Context: an optimization exercise on an open-source flow, tuned for small area and a short achievable clock period. The choices shown serve that exercise and are no tape-out recipe. In this exercise RTL edits were held to simulation tests only and were not proved equivalent to the original.

==> flow/design.v, too long to show whole: its modules and the start of the top module <==
// module le_xu_decode: 93 lines
// module le_xu_alu: 152 lines
// module le_xu_mu: 1826 lines
// module le_xu: 115 lines
module le_xu (
    input  wire        clk,
    input  wire        rst,         
    input  wire        in_valid,
    input  wire [31:0] in_insn,
    input  wire [31:0] in_a,        
    input  wire [31:0] in_b,        
    output reg         out_valid,
    output reg         out_fault,   
    output reg         out_wen,     
    output reg  [4:0]  out_rd,
    output reg  [31:0] out_data,
    output reg         out_taken    
);
  // ...
==> flow/run.sh <==
#!/bin/bash
# synth_recipe.tcl (not shown) runs the flow's synth.tcl, then flattens the netlist and writes it again
# the make line also repeats each setting of config.mk as NAME=value (left out here)
make -C /OpenROAD-flow-scripts/flow DESIGN_CONFIG=/design/flow/config.mk WORK_HOME=/design/flow/orfs CLKGATE_MAP_FILE= SYNTH_SCRIPT=/design/flow/synth_recipe.tcl finish
==> flow/config.mk <==
export PLATFORM = sky130hd
export DESIGN_NAME = le_xu
export DESIGN_NICKNAME = le_xu
export VERILOG_FILES = /design/flow/design.v
export SDC_FILE = /design/flow/constraint.sdc
export NUM_CORES = 4
export LEC_CHECK = 0
export ABC_AREA = 1
export ABC_CLOCK_PERIOD_IN_PS = 13000
export CAP_MARGIN = 20
export CORE_MARGIN = 2
export CORE_UTILIZATION = 50
export SETUP_SLACK_MARGIN = 0.3
export SLEW_MARGIN = 20
==> flow/constraint.sdc <==
create_clock -name core_clock -period 16.0 [get_ports {clk}]
set_input_delay 3.2000 -clock core_clock [delete_from_list [all_inputs] [get_ports {clk}]]
set_output_delay 3.2000 -clock core_clock [all_outputs]
set_load 0.01 [all_outputs]
==> metrics.cfg, run 1 <==
[status]
status = finished clean

[timing]
tightest_slew_ns = 1.37
rsz0062_at_grt = no
fin_crit_sh_pct = 94.0
hold_viol = 0
period_minus_slack_ns = 15.03

[layout]
layout.nets = 9434
bufAreaShareNonClock_pct = 5.26
seq_cell_count = 297
multi_input_area_sq_mm = 0.0461
nClkBuffers = 40
syn_to_final_growth_pct = 6.08

[global_route]
grt-ovfl-total = 0
use_met3_pct = 28.4
gr-usage-met1_pct = 67.2
antenna_found_initial = 34

[routing]
drt_pass1_iterations = 10
wirelength_um = 339000
routedWlPerCell_um = 33.3
vias = 70023

[worst_setup_path]
startpoint = in_insn[0]
cp_slowest_cell = clkdlybuf4s50_1
critical-path-max-stage-delay_ns = 0.89
ff2ff_path_depth = 32
crit_end = out_data[23]
end_kind = flip-flop
timing.rr.start = acc1[24]

[synthesis]
synth_xor_area_share_pct = 10.9
synthSimpleGateAreaFrac_pct = 21.6
synth_top_family_by_area = compound AO/OA/AOI/OAI gates
synthAdderAreaFrac_pct = 22.3

[hold_path]
hp-start = acc1[3]

[placed_design]
gp_congestion = 1.13
placed_area_sq_mm = 0.0613

[clock_tree]
cts.clk_slew.worst_paths_ns = 0.07

[die]
die_h_um = 347

==> inputs of run 2 (changes only) <==
--- a/flow/config.mk
+++ b/flow/config.mk
@@ -7,3 +7,2 @@
 export LEC_CHECK = 0
-export ABC_AREA = 1
 export ABC_CLOCK_PERIOD_IN_PS = 13000
@@ -11,3 +10,3 @@
 export CORE_MARGIN = 2
-export CORE_UTILIZATION = 50
+export CORE_UTILIZATION = 30
 export SETUP_SLACK_MARGIN = 0.3
==> run 2 against run 1 <==
Still clean on timing, DRC and antenna. Fmax down 1.1%. Routed wire length up 9.3%. Die area up 68%. Register-to-register slack worse by 1.0 ns.
==> metrics.cfg, run 2 <==
[timing]
hold_viol = 0  ; unchanged
fmax_mhz = 65.8
fin_crit_sh_pct = 95.0  ; +1.0 points
timing.hold.ws_ns = 0.452
maxSlewViolCount = 0
period_minus_slack_ns = 15.20  ; +0.167 ns
rsz0062_at_grt = no
setup_tns_ns = 0
slew_headroom_pct = 11.4
setup_violations = 0
skew_ns = 0.0655
tightest_slew_ns = 1.31  ; -0.0590 ns

[synthesis]
synth.yosys.seq_area_share_pct = 10.0
yosys.area.top_type_share_pct = 17.8
synth_warnings = 3
yosysMostFrequentCell = nand2_1
synth_top_family_by_area = compound AO/OA/AOI/OAI gates
synthCells = 7678
syn-cell-area_sq_mm = 0.0595
ys_ff_latch = 297
yosysTopAreaCell = fa_1
syn_area_per_cell_sq_um = 7.74
synth_common_cells = 672 x nand2_1, 623 x inv_1, 544 x xnor2_1
synthAdderAreaFrac_pct = 22.1  ; -0.22 points
synth.distinct_cells = 122
synth-edff-count = 0
synth_nets = 8506
synthSimpleGateAreaFrac_pct = 14.1  ; -7.5 points
synth_area_leaders = fa_1 18%, dfxtp_1 10%, xnor2_1 8.0%
synth-compound-area-share_pct = 27.5
async_reset_ff_share_pct = 0
yosys_most_used_dff = dfxtp_1
synth_xor_area_share_pct = 11.0  ; +0.17 points
muxShareOfSynthArea_pct = 6.44

[die]
io_pins = 140
start_util_pct = 30.1
dieArea_sq_mm = 0.202
die_w_um = 449
die_h_um = 449  ; +30%
core_area_sq_mm = 0.197
fp-row-count = 163

[placed_design]
placed_area_sq_mm = 0.0646  ; +5.5%
gp_congestion = 1.07  ; -5.5%
dpl.hpwl_um = 285000
io_buffers = 139

[routing]
antenna_left = 0
vias = 65980  ; -5.8%
drc = 0
wirelength_um = 370000  ; +9.3%
drt_pass1_iterations = 9  ; -1
initialDrtViolationCount = 10452
vias_per_cell = 6.45
routedWlPerCell_um = 36.2  ; +8.7%

[layout]
final_common_cell = nand2_1
layout.nets = 8389  ; -11%
layout_common_cells = 670 x nand2_1, 623 x inv_1, 528 x fa_1
syn_to_final_growth_pct = 10.4
layout-drive-gt1-share_pct = 9.68
fin_area_sq_mm = 0.0657

[global_route]
grtUsageTotal_pct = 35.2
grt_pass1_wl_um = 509000
grt_pass1_vias = 62239
antenna_found_initial = 37  ; +8.8%
grt-ovfl-total = 0  ; unchanged
grt_start_max_net_pins = 61

[worst_setup_path]
setup.worst_path.start_class = input port
crit_fanout = 24
timing.rr.start = acc3[30]
crit_type = input port to flip-flop
ff2ff_path_depth = 27  ; -16%
critPathRequiredTime_ns = 16.60
cp_slowest_cell = nor3_1
critical-path-max-stage-delay_ns = 0.97  ; +0.08 ns
crit_top_cell = fa_1
crit_arrival_ns = 15.80
rr_endpoint = out_data[27]
regToRegSetupSlack_ns = 5.87
end_kind = flip-flop

[hold_path]
hold_depth = 2
min_path_type = flip-flop to flip-flop
worstHoldEndpoint = acc0[34]
hp-start = acc0[34]

[flow_run]
drv_cap = 0

[clock_tree]
cts_root_buf = clkbuf_16
post-cts-setup-buffers = 0
cts_tree = yes
cts_hold_buf = 0
cts_resized = 0
clk_latency_ns = 0.66
htreeDepth = 1
cts_sinks = 297
clockBufferDepth = 3
cts.clk_slew.worst_paths_ns = 0.08  ; about the same
cts_buffers = 31

[status]
status = finished clean

## run 2: worst max-delay path, delay by kind of cell
family / cells / cell delay (ns)
buffers and inverters: 6 / 2.04
AND/OR/NAND/NOR: 7 / 2.62
XOR/XNOR: 2 / 0.34
adder cells (fa/ha/maj): 7 / 3.59
AO/OA/AOI/OAI: 13 / 3.94
## run 2: kinds of logic after synthesis
logic type,count (synthesis)
AOI/OAI and AO/OA,2467
and+or+nand+nor,1831
buffers and inverters,1324
xor gates and xnor gates,749
adders and majority gates,732
DFF,297
muxes,278
## run 2: metrics by stage
stage / setup WS [ns] / util, % / instances
floorplan: 2.39 / - / 7678
global placement: 0.627 / 32.7 / 10166
detailed placement: 0.575 / 32.8 / 10167
CTS: 1.22 / 33.3 / 10219
global route: 0.531 / 33.3 / 10222
finish: 0.799 / 33.3 / 10234
## run 2: layout make-up
| cell class | count | area, sq um |
|---|---|---|
| fillers | 20868 | 132000 |
| multi-input cells | 6057 | 48700 |
| flip-flops and latches | 297 | 5950 |
| repair buffers | 534 | 4300 |
| well taps | 2640 | 3300 |
| inverters | 640 | 2400 |
| clock buffers | 40 | 840 |
| clock inverters | 12 | 140 |
| diodes | 14 | 35.0 |
## run 2: how the worst max path moves through the flow
| stage | startpoint | end | slack, ns |
|---|---|---|---|
| after floorplan | in_insn[1] | acc0[11] | 2.39 |
| final | in_insn[27] | out_data[27] | 0.80 |
| after CTS | in_insn[27] | out_data[16] | 1.22 |
| after global placement | in_insn[27] | out_data[26] | 0.63 |
| after global routing | in_insn[27] | out_data[27] | 0.53 |
| after detailed placement | in_insn[27] | out_data[16] | 0.57 |
## run 2: routing by layer
layer / up-vias / GRT usage, % / routed length (um)
met2: 5101 / 49.3 / 148000
met3: 1104 / 11.9 / 48400
met1: 32746 / 45.6 / 144000
li1: 27005 / - / -
met5: - / 0 / 165
met4: 24 / 22.9 / 29800

[separate check: timing with driven ports]
How much do the figures lean on ideal ports? The routed layouts below were timed once more, with nothing changed but the port constraints.
Step 1 assumes that a clkbuf_16 drives the clock port and a buf_2 every other input.
Step 2 moves the port delays by t, midway between the first and last clock arrival at a register: inputs arrive t later, outputs are due t later. That takes back most of the time a late clock gives input paths.
Three values: ideal, step 1, step 2; two values: the first two.
run | t, ns | setup slack, ns | hold WS [ns] | worst register clock-pin slew, ns | pins driven straight from the clock port
run 1 | 0.680 | 0.967 / 1.005 / 0.325 | 0.538 / 0.538 / 0.538 | 0.08 / 0.08 | 1
run 2 | 0.693 | 0.799 / 0.840 / 0.147 | 0.452 / 0.452 / 0.452 | 0.08 / 0.08 | 1
After both steps every run listed still meets setup and hold. The setup slack of run 2, which loses most, moves by +0.041 ns with the drivers and by -0.652 ns with both steps.
